Source: an optimization exercise on an open RTL-to-GDS flow (aim: small area and a short achievable clock period). Production flows keep margins and buffers that such runs may drop. At most, simulation tests tie the RTL to the original design; equivalence was not proved. The RTL of runs 2 and 3 was laid out without a check of its function. The clock cells of run 1 come from the design's own scripts or RTL, not from TritonCTS. The clock port is modelled as an ideal driver, which makes a skipped or thinned clock tree look cheaper than it is; a real chip needs a root buffer or a tree. No activity file was given, so power comes from the tool's default toggle rates.

**flow/standard.sh**
```bash
#!/bin/bash
# synth_recipe.tcl (not shown) runs the flow's synth.tcl, then flattens the netlist and writes it again
# the make line also repeats each setting of config.mk as NAME=value (left out here)
make -C /OpenROAD-flow-scripts/flow DESIGN_CONFIG=/design/flow/config.mk WORK_HOME=/design/flow/orfs CLKGATE_MAP_FILE= SYNTH_SCRIPT=/design/flow/synth_recipe.tcl "${@:-finish}"
```
**flow/flow/run.sh**
```bash
#!/bin/bash
# Standard layout with two changes: plain buf_2 cells as the port buffers, and a
# shallow clock distribution (flow/clock.tcl) in place of TritonCTS.
set -euo pipefail
export BUFFER_PORTS_ARGS="-buffer_cell sky130_fd_sc_hd__buf_2"
RES=$PWD/orfs/results/sky130hd/rerok_rx/base
bash standard.sh place > place.log 2>&1
RES=$RES NROOT=4 NLEAF=4 LEAF=inv_16 ROOT=inv_8 openroad -no_init -exit flow/clock.tcl > clock.log 2>&1
bash standard.sh finish > finish.log 2>&1
```
**flow/design.v**
```verilog
module rerok_rx (
    input  wire        clk,
    input  wire        rst,           
    input  wire        from_board,    
    input  wire        sym_valid,
    input  wire [9:0]  sym,
    output reg         word_valid,
    output wire [5:0]  word_index,
    output wire [31:0] word_data,
    output reg         frame_done,
    output reg  [2:0]  frame_reason,
    output wire [7:0]  frame_type,
    output wire [15:0] frame_seq,
    output wire [7:0]  frame_len
);
    localparam [2:0] R_OK    = 3'd0;
    localparam [2:0] R_CODE  = 3'd1;
    localparam [2:0] R_TYPE  = 3'd2;
    localparam [2:0] R_LEN   = 3'd3;
    localparam [2:0] R_CRC   = 3'd4;
    localparam [2:0] R_FIELD = 3'd5;
    localparam [2:0] S_HUNT  = 3'b000;    
    localparam [2:0] S_COMMA = 3'b001;    
    localparam [2:0] S_HDR   = 3'b100;    
    localparam [2:0] S_PAY   = 3'b101;
    localparam [2:0] S_CRC   = 3'b110;
    localparam [31:0] CRC_RESIDUE = 32'hDEBB20E3;
    function [31:0] crc_byte;
        input [31:0] crc;
        input [7:0]  d;
        integer      k;
        reg   [31:0] c;
        begin
            c = crc;
            for (k = 0; k < 8; k = k + 1) begin
                if (c[0] ^ d[k])
                    c = (c >> 1) ^ 32'hEDB88320;
                else
                    c = c >> 1;
            end
            crc_byte = c;
        end
    endfunction
    reg       in_valid;
    reg       fb;              
    reg [9:0] in_sym;
    always @(posedge clk) begin
        in_valid <= sym_valid & ~rst;
        fb       <= from_board;
        in_sym   <= sym;
    end
    reg        rd;             
    wire [5:0] c6 = in_sym[9:4];
    wire [3:0] c4 = in_sym[3:0];
    reg [4:0] dx;
    reg       ok6n, ok6p;
    always @(*) begin
        case (c6)
            6'b000101: begin dx = 5'd23; ok6n = 1'b0; ok6p = 1'b1; end
            6'b000110: begin dx = 5'd8; ok6n = 1'b0; ok6p = 1'b1; end
            6'b000111: begin dx = 5'd7; ok6n = 1'b0; ok6p = 1'b1; end
            6'b001001: begin dx = 5'd27; ok6n = 1'b0; ok6p = 1'b1; end
            6'b001010: begin dx = 5'd4; ok6n = 1'b0; ok6p = 1'b1; end
            6'b001011: begin dx = 5'd20; ok6n = 1'b1; ok6p = 1'b1; end
            6'b001100: begin dx = 5'd24; ok6n = 1'b0; ok6p = 1'b1; end
            6'b001101: begin dx = 5'd12; ok6n = 1'b1; ok6p = 1'b1; end
            6'b001110: begin dx = 5'd28; ok6n = 1'b1; ok6p = 1'b1; end
            6'b010001: begin dx = 5'd29; ok6n = 1'b0; ok6p = 1'b1; end
            6'b010010: begin dx = 5'd2; ok6n = 1'b0; ok6p = 1'b1; end
            6'b010011: begin dx = 5'd18; ok6n = 1'b1; ok6p = 1'b1; end
            6'b010100: begin dx = 5'd31; ok6n = 1'b0; ok6p = 1'b1; end
            6'b010101: begin dx = 5'd10; ok6n = 1'b1; ok6p = 1'b1; end
            6'b010110: begin dx = 5'd26; ok6n = 1'b1; ok6p = 1'b1; end
            6'b010111: begin dx = 5'd15; ok6n = 1'b1; ok6p = 1'b0; end
            6'b011000: begin dx = 5'd0; ok6n = 1'b0; ok6p = 1'b1; end
            6'b011001: begin dx = 5'd6; ok6n = 1'b1; ok6p = 1'b1; end
            6'b011010: begin dx = 5'd22; ok6n = 1'b1; ok6p = 1'b1; end
            6'b011011: begin dx = 5'd16; ok6n = 1'b1; ok6p = 1'b0; end
            6'b011100: begin dx = 5'd14; ok6n = 1'b1; ok6p = 1'b1; end
            6'b011101: begin dx = 5'd1; ok6n = 1'b1; ok6p = 1'b0; end
            6'b011110: begin dx = 5'd30; ok6n = 1'b1; ok6p = 1'b0; end
            6'b100001: begin dx = 5'd30; ok6n = 1'b0; ok6p = 1'b1; end
            6'b100010: begin dx = 5'd1; ok6n = 1'b0; ok6p = 1'b1; end
            6'b100011: begin dx = 5'd17; ok6n = 1'b1; ok6p = 1'b1; end
            6'b100100: begin dx = 5'd16; ok6n = 1'b0; ok6p = 1'b1; end
            6'b100101: begin dx = 5'd9; ok6n = 1'b1; ok6p = 1'b1; end
            6'b100110: begin dx = 5'd25; ok6n = 1'b1; ok6p = 1'b1; end
            6'b100111: begin dx = 5'd0; ok6n = 1'b1; ok6p = 1'b0; end
            6'b101000: begin dx = 5'd15; ok6n = 1'b0; ok6p = 1'b1; end
            6'b101001: begin dx = 5'd5; ok6n = 1'b1; ok6p = 1'b1; end
            6'b101010: begin dx = 5'd21; ok6n = 1'b1; ok6p = 1'b1; end
            6'b101011: begin dx = 5'd31; ok6n = 1'b1; ok6p = 1'b0; end
            6'b101100: begin dx = 5'd13; ok6n = 1'b1; ok6p = 1'b1; end
            6'b101101: begin dx = 5'd2; ok6n = 1'b1; ok6p = 1'b0; end
            6'b101110: begin dx = 5'd29; ok6n = 1'b1; ok6p = 1'b0; end
            6'b110001: begin dx = 5'd3; ok6n = 1'b1; ok6p = 1'b1; end
            6'b110010: begin dx = 5'd19; ok6n = 1'b1; ok6p = 1'b1; end
            6'b110011: begin dx = 5'd24; ok6n = 1'b1; ok6p = 1'b0; end
            6'b110100: begin dx = 5'd11; ok6n = 1'b1; ok6p = 1'b1; end
            6'b110101: begin dx = 5'd4; ok6n = 1'b1; ok6p = 1'b0; end
            6'b110110: begin dx = 5'd27; ok6n = 1'b1; ok6p = 1'b0; end
            6'b111000: begin dx = 5'd7; ok6n = 1'b1; ok6p = 1'b0; end
            6'b111001: begin dx = 5'd8; ok6n = 1'b1; ok6p = 1'b0; end
            6'b111010: begin dx = 5'd23; ok6n = 1'b1; ok6p = 1'b0; end
            default: begin dx = c6[4:0]; ok6n = 1'b0; ok6p = 1'b0; end
        endcase
    end
    wire alt_n = (c6 == 6'b100011) || (c6 == 6'b010011) || (c6 == 6'b001011);
    wire alt_p = (c6 == 6'b110100) || (c6 == 6'b101100) || (c6 == 6'b011100);
    reg [2:0] dy;
    reg       ok4n, ok4p;
    always @(*) begin
        ok4n = 1'b1;
        ok4p = 1'b1;
        case (c4)
            4'b1011: begin dy = 3'd0; ok4p = 1'b0; end
            4'b0100: begin dy = 3'd0; ok4n = 1'b0; end
            4'b1001:       dy = 3'd1;
            4'b0101:       dy = 3'd2;
            4'b1100: begin dy = 3'd3; ok4p = 1'b0; end
            4'b0011: begin dy = 3'd3; ok4n = 1'b0; end
            4'b1101: begin dy = 3'd4; ok4p = 1'b0; end
            4'b0010: begin dy = 3'd4; ok4n = 1'b0; end
            4'b1010:       dy = 3'd5;
            4'b0110:       dy = 3'd6;
            4'b1110: begin dy = 3'd7; ok4p = 1'b0; ok4n = ~alt_n; end
            4'b0111: begin dy = 3'd7; ok4p = 1'b0; ok4n =  alt_n; end
            4'b0001: begin dy = 3'd7; ok4n = 1'b0; ok4p = ~alt_p; end
            4'b1000: begin dy = 3'd7; ok4n = 1'b0; ok4p =  alt_p; end
            default: begin dy = c4[2:0]; ok4n = 1'b0; ok4p = 1'b0; end
        endcase
    end
    wire pos6 = (c6 == 6'b000111) || (c6 == 6'b001111) || (c6 == 6'b010111) || (c6 == 6'b011011) || (c6 == 6'b011101) || (c6 == 6'b011110) ||
                      (c6 == 6'b011111) || (c6 == 6'b100111) || (c6 == 6'b101011) || (c6 == 6'b101101) || (c6 == 6'b101110) || (c6 == 6'b101111) ||
                      (c6 == 6'b110011) || (c6 == 6'b110101) || (c6 == 6'b110110) || (c6 == 6'b110111) || (c6 == 6'b111001) || (c6 == 6'b111010) ||
                      (c6 == 6'b111011) || (c6 == 6'b111100) || (c6 == 6'b111101) || (c6 == 6'b111110) || (c6 == 6'b111111);
    wire neg6 = (c6 == 6'b000000) || (c6 == 6'b000001) || (c6 == 6'b000010) || (c6 == 6'b000011) || (c6 == 6'b000100) || (c6 == 6'b000101) ||
                      (c6 == 6'b000110) || (c6 == 6'b001000) || (c6 == 6'b001001) || (c6 == 6'b001010) || (c6 == 6'b001100) || (c6 == 6'b010000) ||
                      (c6 == 6'b010001) || (c6 == 6'b010010) || (c6 == 6'b010100) || (c6 == 6'b011000) || (c6 == 6'b100000) || (c6 == 6'b100001) ||
                      (c6 == 6'b100010) || (c6 == 6'b100100) || (c6 == 6'b101000) || (c6 == 6'b110000) || (c6 == 6'b111000);
    wire pos4 = (c4 == 4'b0011) || (c4 == 4'b0111) || (c4 == 4'b1011) || (c4 == 4'b1101) || (c4 == 4'b1110) || (c4 == 4'b1111);
    wire neg4 = (c4 == 4'b0000) || (c4 == 4'b0001) || (c4 == 4'b0010) || (c4 == 4'b0100) || (c4 == 4'b1000) || (c4 == 4'b1100);
    wire rd_mid  = pos6 | (rd & ~neg6);
    wire rd_next = pos4 | (rd_mid & ~neg4);
    wire data_n   = ok6n & (pos6 ? ok4p : ok4n);
    wire data_p   = ok6p & (neg6 ? ok4n : ok4p);
    always @(posedge clk) begin
        if (rst)
            rd <= 1'b0;
        else if (in_valid)
            rd <= rd_next;
    end
    reg       d_valid;
    reg [7:0] dbyte;           
    reg       is_data;         
    reg       is_comma;        
    always @(posedge clk) begin
        d_valid  <= in_valid & ~rst;
        dbyte    <= {dy, dx};
        is_data  <= rd ? data_p : data_n;
        is_comma <= rd ? (in_sym == 10'b1100000101) : (in_sym == 10'b0011111010);
    end
    reg  [2:0]  state;
    reg  [7:0]  f_type;
    reg  [15:0] f_seq;
    reg  [7:0]  f_len;
    reg  [1:0]  bc;            
    reg  [5:0]  wi;            
    reg  [31:0] crc;
    reg  [31:0] wsr;           
    reg         field_bad;
    reg         crc_end;       
    assign word_index = wi;
    assign word_data  = wsr;
    assign frame_type = f_type;
    assign frame_seq  = f_seq;
    assign frame_len  = f_len;
    reg        t_ok;
    reg  [3:0] t_lo;
    reg  [5:0] len6;
    reg type_ok;
    always @(*) begin
        case (dbyte)
            8'h03, 8'h06, 8'h09:        type_ok = 1'b1;
            8'h04, 8'h05:               type_ok = fb;
            8'h01, 8'h02, 8'h07, 8'h08: type_ok = ~fb;
            default:                    type_ok = 1'b0;
        endcase
    end
    reg len_ok;
    always @(*) begin
        case (t_lo)
            4'h1:    len_ok = (dbyte == 8'd7);
            4'h2:    len_ok = (dbyte >= 8'd3) && (dbyte <= 8'd33) && dbyte[0];
            4'h3:    len_ok = (dbyte == 8'd2);
            4'h4:    len_ok = (dbyte == 8'd2);
            4'h5:    len_ok = (dbyte >= 8'd3) && (dbyte <= 8'd35);
            4'h6:    len_ok = (dbyte == 8'd3) || (dbyte == 8'd4);
            4'h7:    len_ok = (dbyte == 8'd3);
            4'h8:    len_ok = (dbyte == 8'd4);
            default: len_ok = (dbyte >= 8'd3) && (dbyte <= 8'd19);
        endcase
    end
    wire [5:0] nrep     = wsr[29:24];
    wire [7:0] mgt_stat = wsr[31:24];
    wire [1:0] mgt_op   = wsr[17:16];
    wire [3:0] mgt_cnt  = wsr[23:20];
    reg field_ok;
    always @(*) begin
        field_ok = 1'b1;
        if (fb) begin
            if (t_lo == 4'h5)
                field_ok = (len6 == nrep + 6'd3);
            else if (t_lo == 4'h6)
                field_ok = (len6 == 6'd4);
            else if (t_lo == 4'h9) begin
                if (mgt_stat != 8'd0 || mgt_op == 2'd1)
                    field_ok = (len6 == 6'd3);
                else if (mgt_op == 2'd0)
                    field_ok = (len6 == {2'b00, mgt_cnt} + 6'd4);
            end
        end else begin
            if (t_lo == 4'h6)
                field_ok = (len6 == 6'd3);
            else if (t_lo == 4'h9) begin
                if (mgt_op == 2'd1)
                    field_ok = (len6 == {2'b00, mgt_cnt} + 6'd4);
                else if (mgt_op == 2'd0)
                    field_ok = (len6 == 6'd3);
            end
        end
    end
    wire in_frame  = state[2];
    wire last_word = (wi + 6'd1 == len6);
    always @(posedge clk) begin
        if (d_valid) begin
            crc <= is_comma ? 32'hFFFFFFFF : crc_byte(crc, dbyte);
            bc  <= is_comma ? 2'd0 : bc + 2'd1;
            if (is_comma)
                wi <= 6'd62;
            else if (bc == 2'd0)
                wi <= wi + 6'd1;
            wsr <= {dbyte, wsr[31:8]};
            if (state == S_COMMA) begin
                f_type <= dbyte;
                t_ok   <= type_ok;
                t_lo   <= dbyte[3:0];
            end
            if (state == S_HDR && bc == 2'd1)
                f_seq[7:0] <= dbyte;
            if (state == S_HDR && bc == 2'd2)
                f_seq[15:8] <= dbyte;
            if (state == S_HDR && bc == 2'd3) begin
                f_len <= dbyte;
                len6  <= dbyte[5:0];
            end
            if (state == S_PAY && wi == 6'd1 && bc == 2'd3)
                field_bad <= ~field_ok;
        end
    end
    always @(posedge clk) begin
        if (rst) begin
            state        <= S_HUNT;
            word_valid   <= 1'b0;
            frame_done   <= 1'b0;
            frame_reason <= R_OK;
            crc_end      <= 1'b0;
        end else begin
            word_valid <= 1'b0;
            frame_done <= 1'b0;
            crc_end    <= 1'b0;
            if (crc_end) begin
                frame_done   <= 1'b1;
                frame_reason <= (crc != CRC_RESIDUE) ? R_CRC :
                                field_bad ? R_FIELD : R_OK;
            end
            if (d_valid) begin
                if (is_comma) begin
                    state <= S_COMMA;
                    if (in_frame) begin
                        frame_done   <= 1'b1;
                        frame_reason <= R_CODE;
                    end
                end else if (!is_data) begin
                    state <= S_HUNT;
                    if (in_frame) begin
                        frame_done   <= 1'b1;
                        frame_reason <= R_CODE;
                    end
                end else begin
                    case (state)
                        S_COMMA:
                            state <= (dbyte == 8'hC5 || dbyte == 8'h50) ? S_HUNT : S_HDR;
                        S_HDR:
                            if (bc == 2'd3) begin
                                if (!t_ok || !len_ok) begin
                                    frame_done   <= 1'b1;
                                    frame_reason <= !t_ok ? R_TYPE : R_LEN;
                                    state        <= S_HUNT;
                                end else
                                    state <= S_PAY;
                            end
                        S_PAY: begin
                            if (bc == 2'd3) begin
                                word_valid <= 1'b1;
                                if (last_word)
                                    state <= S_CRC;
                            end
                        end
                        S_CRC:
                            if (bc == 2'd3) begin
                                crc_end <= 1'b1;
                                state   <= S_HUNT;
                            end
                        default: ;
                    endcase
                end
            end
        end
    end
endmodule
```
**flow/constraint.sdc**
```tcl
create_clock -name core_clock -period 10.0 [get_ports {clk}]
set_input_delay 2.0000 -clock core_clock [delete_from_list [all_inputs] [get_ports {clk}]]
set_output_delay 2.0000 -clock core_clock [all_outputs]
set_load 0.01 [all_outputs]
```
**flow/config.mk**
```make
export PLATFORM = sky130hd
export DESIGN_NAME = rerok_rx
export DESIGN_NICKNAME = rerok_rx
export VERILOG_FILES = /design/flow/design.v
export SDC_FILE = /design/flow/constraint.sdc
export NUM_CORES = 4
export LEC_CHECK = 0
export CAP_MARGIN = 20
export CORE_MARGIN = 2
export CORE_UTILIZATION = 60
export PLACE_DENSITY = 0.8
export SLEW_MARGIN = 20
```
**flow/flow/clock.tcl**
```tcl
set plat $::env(FLOW_HOME)/platforms/sky130hd
set res $::env(RES)
read_lef $plat/lef/sky130_fd_sc_hd.tlef
read_lef $plat/lef/sky130_fd_sc_hd_merged.lef
read_liberty $plat/lib/sky130_fd_sc_hd__tt_025C_1v80.lib
read_db $res/3_place.odb
read_sdc $res/3_place.sdc
source $plat/setRC.tcl

set block [ord::get_db_block]
set clknet [$block findNet clk]
$clknet setSigType CLOCK
set nroot $::env(NROOT)
set nleaf $::env(NLEAF)
set leafm [[ord::get_db] findMaster sky130_fd_sc_hd__$::env(LEAF)]
set rootm [[ord::get_db] findMaster sky130_fd_sc_hd__$::env(ROOT)]

proc bisect {pts n axis} {
  if {$n <= 1} { return [list $pts] }
  set pts [lsort -integer -index $axis $pts]
  set h [expr {[llength $pts] / 2}]
  return [concat [bisect [lrange $pts 0 [expr {$h - 1}]] [expr {$n / 2}] [expr {1 - $axis}]] \
                 [bisect [lrange $pts $h end] [expr {$n / 2}] [expr {1 - $axis}]]]
}

proc outterm {inst} {
  set t [$inst findITerm X]
  if {$t eq "NULL"} { set t [$inst findITerm Y] }
  return $t
}

proc drive {name master grp innet} {
  set block [ord::get_db_block]
  set inst [odb::dbInst_create $block $master $name]
  set net [odb::dbNet_create $block ${name}_net]
  $net setSigType CLOCK
  set sx 0
  set sy 0
  foreach e $grp {
    lassign $e x y term
    $term disconnect
    $term connect $net
    incr sx $x
    incr sy $y
  }
  [$inst findITerm A] connect $innet
  [outterm $inst] connect $net
  set cx [expr {$sx / [llength $grp]}]
  set cy [expr {$sy / [llength $grp]}]
  $inst setLocation $cx $cy
  $inst setPlacementStatus PLACED
  return [list $cx $cy [$inst findITerm A]]
}

set pts {}
foreach it [$clknet getITerms] {
  set bb [[$it getInst] getBBox]
  lappend pts [list [expr {([$bb xMin] + [$bb xMax]) / 2}] [expr {([$bb yMin] + [$bb yMax]) / 2}] $it]
}
puts "clock sinks: [llength $pts]"
set leaves {}
set g 0
foreach grp [bisect $pts $nleaf 0] {
  lappend leaves [drive clkleaf_$g $leafm $grp $clknet]
  incr g
}
if {$nroot > 0} {
  set g 0
  foreach grp [bisect $leaves $nroot 0] {
    drive clkroot_$g $rootm $grp $clknet
    incr g
  }
}
detailed_placement
check_placement -verbose
set_propagated_clock [all_clocks]
estimate_parasitics -placement
report_clock_latency
set w 0
foreach pin [all_registers -clock_pins] {
  foreach e {rise fall} { set w [expr {max($w, [get_property $pin slew_max_$e])}] }
}
puts "estimated worst clock pin slew: $w"
report_checks -path_delay max -format end -group_path_count 5
write_db $res/4_1_cts.odb
write_sdc -no_timestamp $res/4_cts.sdc
```
==> results_dict.tcl, run 1 <==
set metrics [dict create \
    setup_viol 0 \
    ff2ff_path_depth 6 \
    clock_skew_ns 0.0193 \
    syn_avg_cell_area_um2 11.4 \
    viasPerCell 6.08 \
    slew_violations 0 \
    grt_pass1_wl_mm 24.4 \
    cap_viol_max_count 0 \
    antenna_found_initial 1 \
    yosys_most_used_dff "edfxtp_1" \
    cp_slowest_cell "edfxtp_1" \
    max_stage_delay_ns 0.59 \
    synth_seq_cells 139 \
    grt_util_all_layers_pct 23.0 \
    utilization_pct 67.6 \
    tightestPinTransition_ns 0.920 \
    fin_area_mm2 0.00782 \
    vias 5100 \
    max_freq_ghz 0.342 \
    core_mm2 0.0116 \
    place_area_mm2 0.00769 \
    diodes 0 \
    worstSetupEndpointType "primary output" \
    crit_required_ns 8.00 \
    synth_cell_types 75 \
    drc 0 \
    grt_overflow_total 0 \
    clkTransAtPathRegs_ns 0.11 \
    dr.pass1.iters 5 \
    port_buffers 88 \
    max-slew-margin-rel_pct 38.7 \
    worstSkewPairLatency_ns 0.14 \
    dieArea_mm2 0.0129 \
    wirelength_mm 15.1 \
    ys.warnings.count 1 \
    hold_viol 0 \
    cp.arrival_ns 0.93 \
    grt_max_degree 72 \
    total_power_mw 1.33 \
    dp_slack_ns 7.07 \
    crit_chain "buf_2" \
    first_global_vias 4830 \
    crit_cells 1 \
    cp_top_family "flip-flops" \
    gp_congestion 0.869 \
    rsz0062_at_grt "false" \
    critPathLaunchType "flip-flop" \
    num_io_pins 89 \
    hpwl_mm 10.6 \
    status "complete, no violations" \
    hold_path.class "reg -> reg" \
    power.leakage_nw 2.87 \
    min_path_cells 0 \
    nets 721 \
    period_needed_ns 2.93 \
    area_growth_pct 8.79 \
    synth_area_mm2 0.00718 \
    synth_enable_flop_cells 106 \
    period_share_pct 29.3 \
    die_h_um 113 \
    seq_area_frac_synth_pct 53.5 \
    critPathMaxFanout 13 \
    async_flop_share_pct 0 \
    drtIter0Drc 486 \
    wl_per_cell_um 18.0 \
    rows 39 \
    worstSetupPathType "reg -> out" \
    syn-num-nets 653 \
    start_util_pct 62.1 \
    netlist_instances 630 \
    tns_ns 0 \
    die_x_um 113 \
    cp.buffers_inverters 1 \
    power_density_mw_per_mm2 170 \
    setup_slack_ns 7.07 \
    antenna_left 0 \
    ir_worst_vdd_v 0.000132 \
    fillers 867 \
    drive_above_1_share_pct 17.8 \
]
## sequential cells by signal (all words and copies together) (netlist names), 3 cells and up
| name | cells |
|---|---|
| wi | 6 |
| f_len | 3 |
| state | 3 |
| crc | 32 |
| f_seq | 16 |
| dbyte | 8 |
| len6 | 5 |
| f_type | 5 |
| wsr | 32 |
| t_lo | 3 |
| frame_reason | 3 |
| in_sym | 10 |
## worst paths after layout
check | to | startpoint | slack, ns
setup / recovery | frame_type[1] | t_lo[1] | 7.07
hold / removal | wsr[1] | wsr[9] | 0.45
setup reg to reg | crc[23] | dbyte[7] | 7.29
hold reg to reg | wsr[1] | wsr[9] | 0.45
## stage by stage
stage	hold slack, ns	cells
finish	0.450	839
global route	0.465	839
detailed placement	0.429	831
global placement	0.422	831
floorplan	0.429	630
## Yosys cell counts, types with 4 or more instances
cell,n,share of area (%)
edfxtp_1,106,44
xnor2_1,62,7.6
nand2b_1,40,3.5
nand2_1,37,1.9
nor2_1,35,1.8
xor2_1,34,4.1
dfxtp_1,33,9.2
clkbuf_1,28,1.5
inv_1,22,1.1
a21oi_1,20,1.4
o21ai_0,20,1.4
nor3_1,15,1.0
nor4_1,12,1.0
nand3_1,11,0.77
ha_1,9,1.6
nor2b_1,9,0.78
nand4b_1,6,0.73
nor3b_1,6,0.63
or2_2,6,0.52
a221oi_1,5,0.61
a31oi_1,5,0.44
and2_1,5,0.44
mux2i_1,5,0.70
o221ai_1,5,0.61
buf_2,4,0.28
o22ai_1,4,0.35
o31ai_1,4,0.42
## kinds of logic after synthesis
kind of cell,count (synthesis),share of synthesized area [%]
adders and majority gates,11,1.85
muxes,6,0.853
buffers and inverters,57,3.26
and+or+nand+nor,212,16.8
AOI/OAI and AO/OA,105,11.1
DFF,139,53.5
xor gates and xnor gates,100,12.7
## final cells by class
cell class              instances  area, µm²  area share [%]
inverters                      30        208            2.66
repair buffers                 93        478            6.11
flip-flops and latches        139       3840            49.2
multi-input cells             434       3110            39.7
well taps                     143        179            2.29
## power breakdown
group | internal, mW | switching [mW]
Combinational | 0.173 | 0.190
Sequential | 0.689 | 0.0430
Clock | 0.0484 | 0.186
Total | 0.911 | 0.420
## cells in the final DEF (no fill, tap or decap), types with 9 or more instances in the layout
cell | netlist | routed
edfxtp_1 | 106 | 106
buf_2 | 4 | 88
xnor2_1 | 62 | 62
nand2b_1 | 40 | 40
nand2_1 | 37 | 37
nor2_1 | 35 | 35
xor2_1 | 34 | 34
dfxtp_1 | 33 | 32
inv_1 | 22 | 22
o21ai_0 | 20 | 20
a21oi_1 | 20 | 20
nor3_1 | 15 | 15
nor4_1 | 12 | 12
nand3_1 | 11 | 11
nor2b_1 | 9 | 9
ha_1 | 9 | 9
## routing by layer
layer  global-route usage, %  vias up  share of wire, %
li1                        -     2411                 -
met1                    32.3     2471                43
met2                    40.3      205                50
met3                    1.75       13               6.1
met4                    3.82        0               1.1
met5                       0        -                 0
==> run 2: changes to the inputs <==
--- a/flow/design.v
+++ b/flow/design.v
@@ -43,9 +43,7 @@
     endfunction
     reg       in_valid;
-    reg       fb;              
     reg [9:0] in_sym;
     always @(posedge clk) begin
         in_valid <= sym_valid & ~rst;
-        fb       <= from_board;
         in_sym   <= sym;
     end
@@ -176,13 +174,10 @@
     assign frame_seq  = f_seq;
     assign frame_len  = f_len;
-    reg        t_ok;
-    reg  [3:0] t_lo;
-    reg  [5:0] len6;
     reg type_ok;
     always @(*) begin
-        case (dbyte)
+        case (f_type)
             8'h03, 8'h06, 8'h09:        type_ok = 1'b1;
-            8'h04, 8'h05:               type_ok = fb;
-            8'h01, 8'h02, 8'h07, 8'h08: type_ok = ~fb;
+            8'h04, 8'h05:               type_ok = from_board;
+            8'h01, 8'h02, 8'h07, 8'h08: type_ok = ~from_board;
             default:                    type_ok = 1'b0;
         endcase
@@ -190,5 +185,5 @@
     reg len_ok;
     always @(*) begin
-        case (t_lo)
+        case (f_type[3:0])
             4'h1:    len_ok = (dbyte == 8'd7);
             4'h2:    len_ok = (dbyte >= 8'd3) && (dbyte <= 8'd33) && dbyte[0];
@@ -206,13 +201,14 @@
     wire [1:0] mgt_op   = wsr[17:16];
     wire [3:0] mgt_cnt  = wsr[23:20];
+    wire [5:0] len6     = f_len[5:0];
     reg field_ok;
     always @(*) begin
         field_ok = 1'b1;
-        if (fb) begin
-            if (t_lo == 4'h5)
+        if (from_board) begin
+            if (f_type == 8'h05)
                 field_ok = (len6 == nrep + 6'd3);
-            else if (t_lo == 4'h6)
+            else if (f_type == 8'h06)
                 field_ok = (len6 == 6'd4);
-            else if (t_lo == 4'h9) begin
+            else if (f_type == 8'h09) begin
                 if (mgt_stat != 8'd0 || mgt_op == 2'd1)
                     field_ok = (len6 == 6'd3);
@@ -221,7 +217,7 @@
             end
         end else begin
-            if (t_lo == 4'h6)
+            if (f_type == 8'h06)
                 field_ok = (len6 == 6'd3);
-            else if (t_lo == 4'h9) begin
+            else if (f_type == 8'h09) begin
                 if (mgt_op == 2'd1)
                     field_ok = (len6 == {2'b00, mgt_cnt} + 6'd4);
@@ -242,17 +238,12 @@
                 wi <= wi + 6'd1;
             wsr <= {dbyte, wsr[31:8]};
-            if (state == S_COMMA) begin
+            if (state == S_COMMA)
                 f_type <= dbyte;
-                t_ok   <= type_ok;
-                t_lo   <= dbyte[3:0];
-            end
             if (state == S_HDR && bc == 2'd1)
                 f_seq[7:0] <= dbyte;
             if (state == S_HDR && bc == 2'd2)
                 f_seq[15:8] <= dbyte;
-            if (state == S_HDR && bc == 2'd3) begin
+            if (state == S_HDR && bc == 2'd3)
                 f_len <= dbyte;
-                len6  <= dbyte[5:0];
-            end
             if (state == S_PAY && wi == 6'd1 && bc == 2'd3)
                 field_bad <= ~field_ok;
@@ -294,7 +285,7 @@
                         S_HDR:
                             if (bc == 2'd3) begin
-                                if (!t_ok || !len_ok) begin
+                                if (!type_ok || !len_ok) begin
                                     frame_done   <= 1'b1;
-                                    frame_reason <= !t_ok ? R_TYPE : R_LEN;
+                                    frame_reason <= !type_ok ? R_TYPE : R_LEN;
                                     state        <= S_HUNT;
                                 end else
==> flow/run.sh (new file) <==
#!/bin/bash
# synth_recipe.tcl (not shown) runs the flow's synth.tcl, then flattens the netlist and writes it again
# the make line also repeats each setting of config.mk as NAME=value (left out here)
make -C /OpenROAD-flow-scripts/flow DESIGN_CONFIG=/design/flow/config.mk WORK_HOME=/design/flow/orfs CLKGATE_MAP_FILE= SYNTH_SCRIPT=/design/flow/synth_recipe.tcl finish
--- a/flow/config.mk
+++ b/flow/config.mk
@@ -8,5 +8,4 @@
 export CAP_MARGIN = 20
 export CORE_MARGIN = 2
-export CORE_UTILIZATION = 60
-export PLACE_DENSITY = 0.8
+export CORE_UTILIZATION = 40
 export SLEW_MARGIN = 20
removed: flow/flow/run.sh
removed: flow/flow/clock.tcl
removed: flow/standard.sh
==> run 2 against run 1 <==
Still clean. Critical path depth unchanged. Sequential power decreased by 1%. First-iteration DRC count decreased by 9.1%. Global-route usage decreased by 4.8 points. Clock skew decreased by 0.0084 ns. Critical path type unchanged.
==> results_dict.tcl, run 2 <==
set metrics [dict create \
    final_common_cell "edfxtp_1" \
    grt.met2_usage_pct 28.5 \
    syn-num-nets 654 \
    utilization_pct 49.8 \
    gp_congestion 0.910 \
    drc 0 \
    cp_slowest_cell "clkdlybuf4s50_1" \
    max_freq_ghz 0.272 \
    clock_skew_ns 0.0110 \
    period_needed_ns 3.67 \
    syn_avg_cell_area_um2 11.6 \
    crit_end "frame_type[3]" \
    power_density_mw_per_mm2 190 \
    cap_viol_max_count 0 \
    diodes 0 \
    synth.top_cells.by_area "edfxtp_1 43%, dfxtp_1 8.7%, xnor2_1 6.0%, nand2b_1 4.3%, xor2_1 3.5%" \
    setup_viol 0 \
    most-common-layout-cells "105 x edfxtp_1, 88 x clkdlybuf4s50_1, 50 x nand2b_1, 50 x xnor2_1" \
    clock_sinks 137 \
    period_share_pct 36.7 \
    drive_above_1_share_pct 10.1 \
    crit-reg2reg-capture "state[0]" \
    area_growth_pct 22.2 \
    htree_levels 4 \
    cts_buffer_depth 2 \
    yosys.area.top_type "edfxtp_1" \
    die_x_um 139 \
    wl_per_cell_um 18.2 \
    cts_setup_buffers 0 \
    seq_area_frac_synth_pct 51.8 \
    largest_registers "crc (32), wsr (32), f_seq (16)" \
    start_util_pct 40.8 \
    hold_viol 0 \
    ys_top_cells_by_count "105 x edfxtp_1, 50 x nand2b_1, 50 x xnor2_1" \
    grt_use_met3_pct 3.92 \
    grt_max_degree 74 \
    worstSkewPairLatency_ns 0.43 \
    rows 49 \
    cts_tree "done" \
    status "complete, no violations" \
    grt_overflow_total 0 \
    num_io_pins 89 \
    crit_cells 1 \
    max-slew-margin-rel_pct 36.1 \
    antenna_left 0 \
    antenna_found_initial 0 \
    max_stage_delay_ns 0.63 \
    cts_resized 0 \
    critPathMaxFanout 15 \
    crit_chain "clkdlybuf4s50_1" \
    ff2ff_path_depth 7 \
    nets 731 \
    synth_cell_types 77 \
    power.leakage_nw 3.09 \
    ys.warnings.count 1 \
    cp_top_family "buffers and inverters" \
    clkTransAtPathRegs_ns 0.06 \
    grt_pass1_wl_mm 27.8 \
    crit_required_ns 8.00 \
    synth_area_mm2 0.00732 \
    wirelength_mm 17.3 \
    worstSetupPathType "reg -> out" \
    total_power_mw 1.70 \
    viasPerCell 5.48 \
    dieArea_mm2 0.0194 \
    yosys_most_used_dff "edfxtp_1" \
    synth_top_cell_area_share_pct 43.1 \
    drtIter0Drc 442 \
    root_buffer "clkbuf_16" \
    ir_worst_vdd_v 0.000125 \
    synth_seq_cells 137 \
    slew_violations 0 \
    rrSetupSlack_ns 7.36 \
    port_buffers 88 \
    first_global_vias 5052 \
    worstSetupEndpointType "primary output" \
    hold_ws_ns 0.453 \
    synth_enable_flop_cells 105 \
    tns_ns 0 \
    async_flop_share_pct 0 \
    critPathLaunchType "flip-flop" \
    cts.hold.buffers_added 0 \
    r2r-start "d_valid" \
    core_mm2 0.0180 \
    rsz0062_at_grt "false" \
    die_h_um 139 \
    grt_util_all_layers_pct 18.2 \
    dr.pass1.iters 6 \
    numCtsBuffers 17 \
    met1_usage_pct 25.1 \
    cp.arrival_ns 1.67 \
    cp.buffers_inverters 1 \
    hpwl_mm 12.0 \
    netlist_instances 631 \
    hold_path.class "reg -> reg" \
    tightestPinTransition_ns 0.957 \
    grt-busiest-layer "met2" \
    vias 5198 \
    yosysMostFrequentCell "edfxtp_1" \
    crit_path_start "f_type[3]" \
]
==> run 2: changes by cell type after synthesis, sizes merged, moves of 4 or more <==
cell	change
buf	+8
a21oi	+5
o31ai	-4
xor2	-4
clkbuf	-10
o2111ai	+5
nand2b	+10
nand4	+5
==> run 2: final cells by class <==
type	count	area [µm²]
multi-input cells	440	3310
inverters	21	78.8
clock inverters	13	148
clock buffers	18	429
repair buffers	91	901
flip-flops and latches	137	3790
fillers	1592	9020
well taps	229	287
==> run 2: cells by family (layout without fill, tap and decap cells) <==
logic type / Yosys count / in the layout / share of synthesized area (%)
adders and majority gates: 11 / 11 / 1.83
buffers and inverters: 54 / 143 / 3.08
xor gates and xnor gates: 100 / 100 / 15.2
muxes: 4 / 4 / 0.581
and+or+nand+nor: 214 / 214 / 16.9
AOI/OAI and AO/OA: 111 / 111 / 10.6
DFF: 137 / 137 / 51.8
==> run 2: stage by stage <==
| step | instance area [µm²] | instances | setup WS, ns |
|---|---|---|---|
| after floorplan | 7320 | 631 | 6.75 |
| after global placement | 8360 | 917 | 6.21 |
| after detailed placement | 8360 | 918 | 6.11 |
| after CTS | 8940 | 949 | 6.32 |
| after global routing | 8950 | 949 | 6.24 |
| final | 8950 | 949 | 6.33 |
==> run 2: routing by layer <==
layer  routed length [µm]  vias to the layer above
met5                    0                        -
met4                  339                        0
met3                  938                       27
met2                 8130                      187
met1                 7900                     2525
li1                     -                     2459
==> run 2: report_power, final <==
part | switching, mW | internal, mW | total [mW] | leakage, nW
logic | 0.175 | 0.178 | 0.353 | 1.60
clock network | 0.250 | 0.368 | 0.619 | 0.276
registers | 0.0486 | 0.677 | 0.725 | 1.22
total | 0.474 | 1.22 | 1.70 | 3.09
==> run 2: worst min-delay path by stage <==
stage / cells after the start / to / start
after floorplan: 0 / f_len[0] / dbyte[0]
final: 0 / wsr[11] / wsr[19]
after CTS: 0 / wsr[11] / wsr[19]
after global routing: 0 / wsr[11] / wsr[19]
after global placement: 0 / wsr[10] / wsr[18]
after detailed placement: 0 / wsr[11] / wsr[19]
==> run 3: changes to the inputs <==
==> flow/flow/run.sh (new file) <==
#!/bin/bash
# The standard layout, with plain buf_2 cells as the port buffers.
set -euo pipefail
export BUFFER_PORTS_ARGS="-buffer_cell sky130_fd_sc_hd__buf_2"
bash standard.sh > standard.log 2>&1
==> flow/standard.sh (new file) <==
#!/bin/bash
# synth_recipe.tcl (not shown) runs the flow's synth.tcl, then flattens the netlist and writes it again
# the make line also repeats each setting of config.mk as NAME=value (left out here)
make -C /OpenROAD-flow-scripts/flow DESIGN_CONFIG=/design/flow/config.mk WORK_HOME=/design/flow/orfs CLKGATE_MAP_FILE= SYNTH_SCRIPT=/design/flow/synth_recipe.tcl "${@:-finish}"
--- a/flow/config.mk
+++ b/flow/config.mk
@@ -9,3 +9,6 @@
 export CORE_MARGIN = 2
 export CORE_UTILIZATION = 40
+export CTS_BUF_LIST = sky130_fd_sc_hd__clkbuf_4 sky130_fd_sc_hd__clkbuf_8
+export CTS_CLUSTER_DIAMETER = 100
+export CTS_CLUSTER_SIZE = 40
 export SLEW_MARGIN = 20
removed: flow/run.sh
==> run 3 against run 2 <==
Register-to-register slack better by 0.07 ns. Area after synthesis did not move. Sequential power is essentially flat. Clock skew hardly changed. Worst hold slack got worse by 0.0029 ns. Via count shrank 2.1%. Still clean on timing, DRC and antenna. Setup slack better by 0.38 ns. Critical endpoint is now frame_type[2]. Wire length shrank 3.2%.
==> results_dict.tcl, run 3 <==
set metrics [dict create \
    status "complete, no violations" \
    core_mm2 0.0180 \
    synthSimpleGateAreaFrac_pct 16.9 \
    numCtsBuffers 17 \
    cap_viol_max_count 0 \
    grt_overflow_total 0 \
    synth_top_cell_area_share_pct 43.1 \
    cp.buffers_inverters 1 \
    yosysMostFrequentCell "edfxtp_1" \
    tightestPinTransition_ns 0.961 \
    netlist_instances 631 \
    antenna_left 0 \
    synth_seq_cells 137 \
    critPathMaxFanout 15 \
    num_io_pins 89 \
    grt_pass1_wl_mm 26.2 \
    rows 49 \
    cts_resized 0 \
    max-slew-margin-rel_pct 35.8 \
    ys_top_cells_by_count "105 x edfxtp_1, 50 x nand2b_1, 50 x xnor2_1" \
    viasPerCell 5.36 \
    max_stage_delay_ns 0.62 \
    wl_per_cell_um 17.6 \
    tns_ns 0 \
    grt_max_degree 74 \
    setup_viol 0 \
    drc 0 \
    cts_buffer_depth 2 \
    start_util_pct 40.8 \
    die_h_um 139 \
    slew_violations 0 \
    clock_sinks 137 \
    largest_registers "crc (32), wsr (32), f_seq (16)" \
    drive_above_1_share_pct 22.6 \
    place_area_mm2 0.00792 \
    port_buffers 88 \
    cp_top_family "flip-flops" \
    power.leakage_nw 3.03 \
    clkTransAtPathRegs_ns 0.08 \
    final_common_cell "edfxtp_1" \
    setup_slack_ns 6.70 \
    vias 5089 \
    most-common-layout-cells "105 x edfxtp_1, 88 x buf_2, 50 x nand2b_1, 50 x xnor2_1" \
    ir_worst_vdd_v 0.0000932 \
    area_growth_pct 13.7 \
    synth.top_cells.by_area "edfxtp_1 43%, dfxtp_1 8.7%, xnor2_1 6.0%, nand2b_1 4.3%, xor2_1 3.5%" \
    synth_xor_area_share_pct 15.2 \
    first_global_vias 4895 \
    crit_required_ns 8.00 \
    diodes 0 \
    worstSetupEndpointType "primary output" \
    total_power_mw 1.54 \
    cts_setup_buffers 0 \
    root_buffer "clkbuf_8" \
    cts.hold.buffers_added 0 \
    power_density_mw_per_mm2 185 \
    crit_chain "buf_2" \
    cts_tree "done" \
    rsz0062_at_grt "false" \
    grt_util_all_layers_pct 17.2 \
    synth_cell_types 77 \
    critPathLaunchType "flip-flop" \
    max_freq_ghz 0.303 \
    synth_fa_ha_area_share_pct 1.83 \
    wirelength_mm 16.8 \
    synth_area_mm2 0.00732 \
    dr.pass1.iters 5 \
    nets 731 \
    seq_area_frac_synth_pct 51.8 \
    period_share_pct 33.0 \
    dp_slack_ns 6.58 \
    antenna_found_initial 0 \
    syn-num-nets 654 \
    rrSetupSlack_ns 7.43 \
    htree_levels 4 \
    worstSetupPathType "reg -> out" \
    ys.warnings.count 1 \
    drtIter0Drc 358 \
    synth_enable_flop_cells 105 \
    die_x_um 139 \
    period_needed_ns 3.30 \
    fillers 1675 \
    synthMuxAreaShare_pct 0.581 \
    yosys.area.top_type "edfxtp_1" \
    cp_slowest_cell "edfxtp_1" \
    hpwl_mm 11.8 \
    dieArea_mm2 0.0194 \
    gp_congestion 0.877 \
    yosys_most_used_dff "edfxtp_1" \
    async_flop_share_pct 0 \
    syn_avg_cell_area_um2 11.6 \
    clock_skew_ns 0.0105 \
    hold_viol 0 \
    worstSkewPairLatency_ns 0.45 \
    synth_top_family_by_area "simple AND/OR/NAND/NOR gates" \
    hold_path.class "reg -> reg" \
    fin_area_mm2 0.00833 \
    cp.arrival_ns 1.30 \
    synth_compound_area_share_pct 10.6 \
]
run 3: cell counts after synthesis:
Identical to the previous run, type by type.
run 3: kinds of logic (layout without fill, tap and decap cells):
kind of cell | after synthesis | count (layout)
xor+xnor | 100 | 100
simple gates | 214 | 214
flops | 137 | 137
mux | 4 | 4
buf+inv | 54 | 144
fa+ha+maj | 11 | 11
compound gates | 111 | 111
run 3: layout make-up:
| cell class | instances | area [µm²] | area share (%) |
|---|---|---|---|
| sequential | 137 | 3790 | 45.6 |
| clock buffer | 18 | 241 | 2.90 |
| clock inverter | 14 | 158 | 1.89 |
| timing repair buffer | 91 | 460 | 5.53 |
| inverter | 21 | 78.8 | 0.947 |
| multi-input combinational | 440 | 3310 | 39.7 |
| tap | 229 | 287 | 3.44 |
run 3: routing by layer:
layer | GRT usage, % | part of all wire, % | vias up
li1 | - | - | 2462
met1 | 23.7 | 46 | 2452
met2 | 26.6 | 47 | 151
met3 | 4.03 | 5.6 | 24
met4 | 6.11 | 1.9 | 0
met5 | 0 | 0 | -
run 3: final timing paths:
kind	start	endpoint	depth (start not counted)
setup / recovery	f_type[2]	frame_type[2]	1
hold / removal	wsr[9]	wsr[1]	0
setup reg to reg	d_valid	state[0]	7
hold reg to reg	wsr[9]	wsr[1]	0
run 3: where the power goes:
part           internal [mW]  switching [mW]  total [mW]
sequential             0.676          0.0485       0.724
combinational          0.175           0.176       0.351
clock                  0.230           0.232       0.462
run 3: stage by stage:
stage	utilization [%]	std cells	hold slack [ns]
6_report	46.4	950	0.450
5_1_grt	46.4	950	0.471
4_1_cts	46.3	949	0.452
3_5_place_dp	44.1	917	0.428
3_3_place_gp	44.1	917	0.429
2_1_floorplan	-	631	0.472

[port drivers added, routing unchanged]
How much do the figures lean on ideal ports? The routed layouts below were timed once more, with nothing changed but the port constraints. Step 1 (the two cells are an assumption about what drives the block):
set clk [get_ports {clk}]
set_driving_cell -lib_cell sky130_fd_sc_hd__clkbuf_16 $clk
set_driving_cell -lib_cell sky130_fd_sc_hd__buf_2 [delete_from_list [all_inputs] $clk]
Step 2 times the ports against the registers' clock, not the clock port: input delays grow and output delays shrink by t, the midpoint of the rising clock arrivals with the driver on. a / b / c = no drivers / after step 1 / after step 2; a / b = the first two.
| run | t (ns) | setup slack, ns | worst hold slack (ns) | clock arrival spread, ns | slew at the worst register clock pin (ns) |
|---|---|---|---|---|---|
| run 1 | 0.253 | 7.073 / 6.946 / 7.040 | 0.450 / 0.450 / 0.450 | 0.019 / 0.019 | 0.11 / 0.11 |
| run 2 | 0.463 | 6.326 / 6.284 / 6.069 | 0.453 / 0.453 / 0.453 | 0.012 / 0.012 | 0.07 / 0.07 |
| run 3 | 0.486 | 6.704 / 6.666 / 6.533 | 0.450 / 0.450 / 0.450 | 0.011 / 0.011 | 0.09 / 0.09 |
After both steps every run listed still meets setup and hold. The setup slack of run 2, which loses most, moves by -0.042 ns with the drivers and by -0.257 ns with both steps.
